From an optimization exercise on the open Yosys and OpenROAD flow, aimed at small area and a short achievable clock period; shortcuts taken in it are not production practice.
Where RTL was checked, it was by simulation tests only, not by an equivalence proof against the original.

== the previous run ==
// arb_bank
module arb_bank (
    input  wire        clk,
    input  wire        rst,           
    input  wire [18:0] req_valid,
    input  wire [75:0] req_len,       
    input  wire [5:0]  req_lnk_rt,    
    output wire [18:0] req_ready,
    input  wire        cfg_we,
    input  wire [4:0]  cfg_addr,      
    input  wire [15:0] cfg_wdata,
    output reg         gnt_valid,
    output reg  [4:0]  gnt_id,
    output reg  [4:0]  owner,         
    output reg  [3:0]  rt_run,
    output reg  [15:0] floor_cnt,
    output reg  [15:0] lfsr
);
For scale: ~3400 cells after synthesis, roughly 190 I/O pins, about 0.031 mm^2 of cells after synthesis.
export LEC_CHECK = 0
export CAP_MARGIN = 40
export CORE_MARGIN = 2
export CORE_UTILIZATION = 40
export SLEW_MARGIN = 40
create_clock -name core_clock -period 62.0 [get_ports {clk}]
standard.sh (not shown) runs the stock make flow with config.mk's settings and CLKGATE_MAP_FILE= SYNTH_SCRIPT=/design/flow/synth_recipe.tcl, a recipe that flattens the netlist after the stock synthesis.
==> flow/flow/run.sh <==
#!/bin/bash
set -euo pipefail
bash standard.sh SETUP_SLACK_MARGIN=48 BUFFER_PORTS_ARGS='-buffer_cell sky130_fd_sc_hd__buf_1' finish > layout_make.log 2>&1
### the previous run -> the current run
- CTS_CLUSTER_SIZE now 14, previously not set
- CTS_BUF_LIST now sky130_fd_sc_hd__clkbuf_8, previously not set
- CTS_CLUSTER_DIAMETER now 45, previously not set
- ABC_AREA now 1, previously not set
--- outcome ---
Share of the final layout cell area in multi-input gates ended up 3.8 points lower on the current run than on the previous run.
Diff the previous run -> the current run | summed area of non-filler cells in the final layout | decrease of 4.6%
Function was not checked in any run of this note: the RTL went through the layout flow alone.

Setup of run 1:
The RTL this note starts from:
==> flow/design.v <==
module arb_bank (
    input  wire        clk,
    input  wire        rst,           
    input  wire [18:0] req_valid,
    input  wire [75:0] req_len,       
    input  wire [5:0]  req_lnk_rt,    
    output wire [18:0] req_ready,
    input  wire        cfg_we,
    input  wire [4:0]  cfg_addr,      
    input  wire [15:0] cfg_wdata,
    output reg         gnt_valid,
    output reg  [4:0]  gnt_id,
    output reg  [4:0]  owner,         
    output reg  [3:0]  rt_run,
    output reg  [15:0] floor_cnt,
    output reg  [15:0] lfsr
);
    localparam N = 19;
    function can_rt;
        input integer id;
        can_rt = (id >= 6 && id <= 15);
    endfunction
    function can_be;
        input integer id;
        can_be = !(id >= 6 && id <= 9);
    endfunction
    function [7:0] ticket_reset;
        input integer id;
        begin
            if (id <= 3)       ticket_reset = 8'd32;
            else if (id <= 5)  ticket_reset = 8'd64;
            else if (id <= 17) ticket_reset = 8'd16;
            else               ticket_reset = 8'd32;
        end
    endfunction
    wire [N-1:0] prt;         
    wire [N-1:0] pbe;         
    wire [N-1:0] pend = prt | pbe;
    wire [N-1:0] take = req_valid & ~pend;
    wire [N-1:0] gsel;        
    wire         decide;
    wire [N-1:0] grant = gsel & {N{decide}};
    assign req_ready = ~pend;
    reg  [3:0] plen [0:N-1];
    wire [7:0] tk   [0:N-1];
    genvar gi, gj;
    generate
        for (gi = 0; gi < N; gi = gi + 1) begin : slot
            always @(posedge clk)
                if (take[gi]) plen[gi] <= req_len[4*gi +: 4];
            if (can_rt(gi)) begin : rt
                reg p;
                wire cls = (gi >= 10) ? req_lnk_rt[(gi >= 10) ? gi-10 : 0] : 1'b1;
                always @(posedge clk)
                    if (rst) p <= 1'b0;
                    else if (take[gi]) p <= cls;
                    else if (grant[gi]) p <= 1'b0;
                assign prt[gi] = p;
            end else begin : nrt
                assign prt[gi] = 1'b0;
            end
            if (can_be(gi)) begin : be
                reg p;
                wire cls = (gi >= 10 && gi <= 15) ? ~req_lnk_rt[(gi >= 10 && gi <= 15) ? gi-10 : 0] : 1'b1;
                reg [7:0] t;
                always @(posedge clk)
                    if (rst) p <= 1'b0;
                    else if (take[gi]) p <= cls;
                    else if (grant[gi]) p <= 1'b0;
                always @(posedge clk)
                    if (rst || (cfg_we && cfg_addr == gi))
                        t <= rst ? ticket_reset(gi) : cfg_wdata[7:0];
                assign pbe[gi] = p;
                assign tk[gi] = t;
            end else begin : nbe
                assign pbe[gi] = 1'b0;
                assign tk[gi] = 8'd0;
            end
        end
    endgenerate
    wire [N*N-1:0] ordm;     
    generate
        for (gi = 0; gi < N; gi = gi + 1) begin : row
            for (gj = 0; gj < N; gj = gj + 1) begin : col
                if (gi < gj && ((can_rt(gi) && can_rt(gj)) || (can_be(gi) && can_be(gj)))) begin : o
                    reg b;
                    always @(posedge clk)
                        if (take[gj]) b <= 1'b1;
                        else if (take[gi]) b <= 1'b0;
                    assign ordm[gi*N+gj] = b;
                end else if (gi > gj && ((can_rt(gi) && can_rt(gj)) || (can_be(gi) && can_be(gj)))) begin : tr
                    assign ordm[gi*N+gj] = ~row[gj].col[gi].o.b;
                end else begin : n
                    assign ordm[gi*N+gj] = 1'b1;
                end
            end
        end
    endgenerate
    wire [N-1:0] ort, obe;    
    generate
        for (gi = 0; gi < N; gi = gi + 1) begin : old
            assign ort[gi] = prt[gi] & &(ordm[gi*N +: N] | ~prt);
            assign obe[gi] = pbe[gi] & &(ordm[gi*N +: N] | ~pbe);
        end
    endgenerate
    wire rt_any = |prt;
    wire be_any = |pbe;
    reg [15:0] lfsr_next;
    reg        fb;
    integer i;
    always @* begin
        lfsr_next = lfsr;
        for (i = 0; i < 16; i = i + 1) begin
            fb = lfsr_next[15] ^ lfsr_next[13] ^ lfsr_next[12] ^ lfsr_next[10];
            lfsr_next = {lfsr_next[14:0], fb};
        end
    end
    function [11:0] rca;
        input [11:0] a, b;
        integer k;
        reg c;
        begin
            c = 1'b0;
            for (k = 0; k < 12; k = k + 1) begin
                rca[k] = a[k] ^ b[k] ^ c;
                c = (a[k] & b[k]) | (c & (a[k] ^ b[k]));
            end
        end
    endfunction
    function gtr;
        input [11:0] a, b;
        integer k;
        reg c;
        begin
            c = 1'b0;
            for (k = 0; k < 12; k = k + 1)
                c = (a[k] & ~b[k]) | (c & (a[k] | ~b[k]));
            gtr = c;
        end
    endfunction
    wire [11:0] m [0:14];
    generate
        for (gi = 0; gi < 15; gi = gi + 1) begin : msk
            localparam integer ID = (gi < 6) ? gi : gi + 4;
            assign m[gi] = pbe[ID] ? {4'd0, tk[ID]} : 12'd0;
        end
    endgenerate
    wire [11:0] s01   = rca(m[0], m[1]);
    wire [11:0] s23   = rca(m[2], m[3]);
    wire [11:0] s45   = rca(m[4], m[5]);
    wire [11:0] s67   = rca(m[6], m[7]);
    wire [11:0] s89   = rca(m[8], m[9]);
    wire [11:0] s1011 = rca(m[10], m[11]);
    wire [11:0] s1213 = rca(m[12], m[13]);
    wire [11:0] s0_3  = rca(s01, s23);
    wire [11:0] s4_7  = rca(s45, s67);
    wire [11:0] s8_11 = rca(s89, s1011);
    wire [11:0] s12_14 = rca(s1213, m[14]);
    wire [11:0] s0_7  = rca(s0_3, s4_7);
    wire [11:0] s8_14 = rca(s8_11, s12_14);
    wire [11:0] tsum  = rca(s0_7, s8_14);
    wire [11:0] P [0:14];
    assign P[0]  = m[0];
    assign P[1]  = s01;
    assign P[2]  = rca(s01, m[2]);
    assign P[3]  = s0_3;
    assign P[4]  = rca(s0_3, m[4]);
    assign P[5]  = rca(s0_3, s45);
    assign P[6]  = rca(P[5], m[6]);
    assign P[7]  = s0_7;
    assign P[8]  = rca(s0_7, m[8]);
    assign P[9]  = rca(s0_7, s89);
    assign P[10] = rca(P[9], m[10]);
    assign P[11] = rca(s0_7, s8_11);
    assign P[12] = rca(P[11], m[12]);
    assign P[13] = rca(P[11], s1213);
    assign P[14] = tsum;
    wire [17:0] ms1 = {2'b00, lfsr_next};
    wire [17:0] ms2 = {1'b0, lfsr_next, 1'b0};
    wire [17:0] ms3;
    reg         mc;
    integer     k;
    reg  [17:0] ms3_r;
    always @* begin
        mc = 1'b0;
        for (k = 0; k < 18; k = k + 1) begin
            ms3_r[k] = ms1[k] ^ ms2[k] ^ mc;
            mc = (ms1[k] & ms2[k]) | (mc & (ms1[k] ^ ms2[k]));
        end
    end
    assign ms3 = ms3_r;
    wire [27:0] pp [0:5];
    generate
        for (gi = 0; gi < 6; gi = gi + 1) begin : ppr
            wire [1:0] d = tsum[2*gi +: 2];
            wire [17:0] row = ({18{d == 2'd1}} & ms1) | ({18{d == 2'd2}} & ms2) |
                              ({18{d == 2'd3}} & ms3);
            assign pp[gi] = {10'd0, row} << (2*gi);
        end
    endgenerate
    function [27:0] csa_s;
        input [27:0] x, y, z;
        csa_s = x ^ y ^ z;
    endfunction
    function [27:0] csa_c;
        input [27:0] x, y, z;
        csa_c = ((x & y) | (x & z) | (y & z)) << 1;
    endfunction
    wire [27:0] ca1 = csa_s(pp[0], pp[1], pp[2]), cb1 = csa_c(pp[0], pp[1], pp[2]);
    wire [27:0] ca2 = csa_s(pp[3], pp[4], pp[5]), cb2 = csa_c(pp[3], pp[4], pp[5]);
    wire [27:0] ca3 = csa_s(ca1, cb1, ca2),       cb3 = csa_c(ca1, cb1, ca2);
    wire [27:0] ca4 = csa_s(ca3, cb3, cb2),       cb4 = csa_c(ca3, cb3, cb2);
    wire [27:0] prod = ca4 + cb4;
    wire [11:0] r = prod[27:16];
    wire [14:0] gt;
    wire [N-1:0] lot;
    generate
        for (gi = 0; gi < 15; gi = gi + 1) begin : lt
            localparam integer ID = (gi < 6) ? gi : gi + 4;
            assign gt[gi] = gtr(P[gi], r);
            if (gi == 0) begin : f
                assign lot[ID] = gt[gi];
            end else begin : n
                assign lot[ID] = gt[gi] & ~gt[gi-1];
            end
        end
        for (gi = 6; gi < 10; gi = gi + 1) begin : lz
            assign lot[gi] = 1'b0;
        end
    endgenerate
    wire boundary = (beats_left == 4'd0);    
    reg [3:0] beats_left;
    assign decide = boundary && (rt_any || be_any);
    wire pick_rt  = rt_any && (!be_any || rt_run != 4'd15);
    wire tzero    = (tsum == 12'd0);
    wire         use_old = pick_rt | tzero;
    wire [N-1:0] osel    = pick_rt ? ort : obe;
    assign gsel = use_old ? osel : lot;
    reg [4:0] win_old, win_lot;
    reg [3:0] len_old, len_lot;
    always @* begin
        win_old = 5'd0; win_lot = 5'd0;
        len_old = 4'd0; len_lot = 4'd0;
        for (i = 0; i < N; i = i + 1) begin
            if (osel[i]) begin
                win_old = win_old | i[4:0];
                len_old = len_old | plen[i];
            end
            if (lot[i]) begin
                win_lot = win_lot | i[4:0];
                len_lot = len_lot | plen[i];
            end
        end
    end
    wire [4:0] win  = use_old ? win_old : win_lot;
    wire [3:0] wlen = use_old ? len_old : len_lot;
    always @(posedge clk) begin
        if (rst) begin
            beats_left <= 4'd0;
            gnt_valid  <= 1'b0;
            gnt_id     <= 5'd0;
            owner      <= 5'd31;
            rt_run     <= 4'd0;
            floor_cnt  <= 16'd0;
            lfsr       <= 16'hACE1;
        end else begin
            gnt_valid <= decide;
            if (decide) begin
                beats_left <= wlen;
                gnt_id     <= win;
                owner      <= win;
                if (pick_rt) begin
                    rt_run <= be_any ? rt_run + 4'd1 : 4'd0;
                end else begin
                    rt_run <= 4'd0;
                    lfsr   <= lfsr_next;
                    if (rt_any && floor_cnt != 16'hFFFF)
                        floor_cnt <= floor_cnt + 16'd1;
                end
            end else if (boundary) begin
                owner <= 5'd31;
            end else begin
                beats_left <= beats_left - 4'd1;
            end
            if (cfg_we) begin
                if (cfg_addr == 5'd31) begin
                    if (cfg_wdata != 16'd0)
                        lfsr <= cfg_wdata;
                end else if (cfg_addr == 5'd30) begin
                    floor_cnt <= cfg_wdata;
                end
            end
        end
    end
endmodule
==> flow/config.mk <==
export PLATFORM = sky130hd
export DESIGN_NAME = arb_bank
export DESIGN_NICKNAME = arb_bank
export VERILOG_FILES = /design/flow/design.v
export SDC_FILE = /design/flow/constraint.sdc
export NUM_CORES = 4
export LEC_CHECK = 0
export ABC_AREA = 1
export CAP_MARGIN = 40
export CORE_MARGIN = 2
export CORE_UTILIZATION = 40
export SLEW_MARGIN = 40
==> flow/constraint.sdc <==
create_clock -name core_clock -period 62.0 [get_ports {clk}]
set_input_delay 12.4000 -clock core_clock [delete_from_list [all_inputs] [get_ports {clk}]]
set_output_delay 12.4000 -clock core_clock [all_outputs]
set_load 0.01 [all_outputs]
Scripts as last shown in full above: flow/flow/run.sh
The flow did not stop early for run 1: all stages ran, and the layout cleared the timing, DRC and antenna checks.
## Diff of input files: run 2 against run 1
- ABC_AREA: 1 -> unset
- CORE_UTILIZATION: 40 -> 60
==> comparison <==
Post-route cell area in run 2 is about 3% above run 1.
[compare] base=run 1 new=run 2: area occupied by multi-input gates has increased; final-stage net count has decreased.
Run 2 against run 1: post-synthesis share of cell area spent on xor and xnor gates picked up an extra 1.4 points, detailed-route via count picked up an extra about 2%, final worst setup slack lost 0.023 ns, maximum frequency neither gained nor lost much.
Synthesized-area fraction occupied by ao, oa, aoi and oai cells, run 1 and run 2: lower on run 1
Run 2: all stages complete, timing, DRC and antenna checks passed

[port drivers added, routing unchanged]
The flow's constraints put no driver on any port. The routed layouts listed below were extracted and timed again, unchanged, in two steps. Step 1 sets driving cells, clkbuf_16 on the clock port and buf_2 on the other inputs (assumed; they add their load-dependent delay and slew). Step 2 times the ports against the registers' clock, not the clock port: input delays grow and output delays shrink by t, the midpoint of the rising clock arrivals with the driver on. Slacks: no drivers / after step 1 / after step 2; pairs: no drivers / after step 1.
run	shift t [ns]	setup slack, ns	clock arrival spread, ns	worst data-port slew with drivers (ns)
the previous run	0.625	47.950 / 47.886 / 47.491	0.020 / 0.020	0.17
the current run	0.770	48.034 / 47.973 / 47.572	0.089 / 0.089	0.04
run 1	0.636	48.028 / 47.968 / 47.592	0.025 / 0.026	0.05
run 2	0.661	48.005 / 47.942 / 47.409	0.042 / 0.041	0.10
After both steps every run listed still meets setup and hold. The setup slack of run 2, which loses most, moves by -0.063 ns with the drivers and by -0.596 ns with both steps.
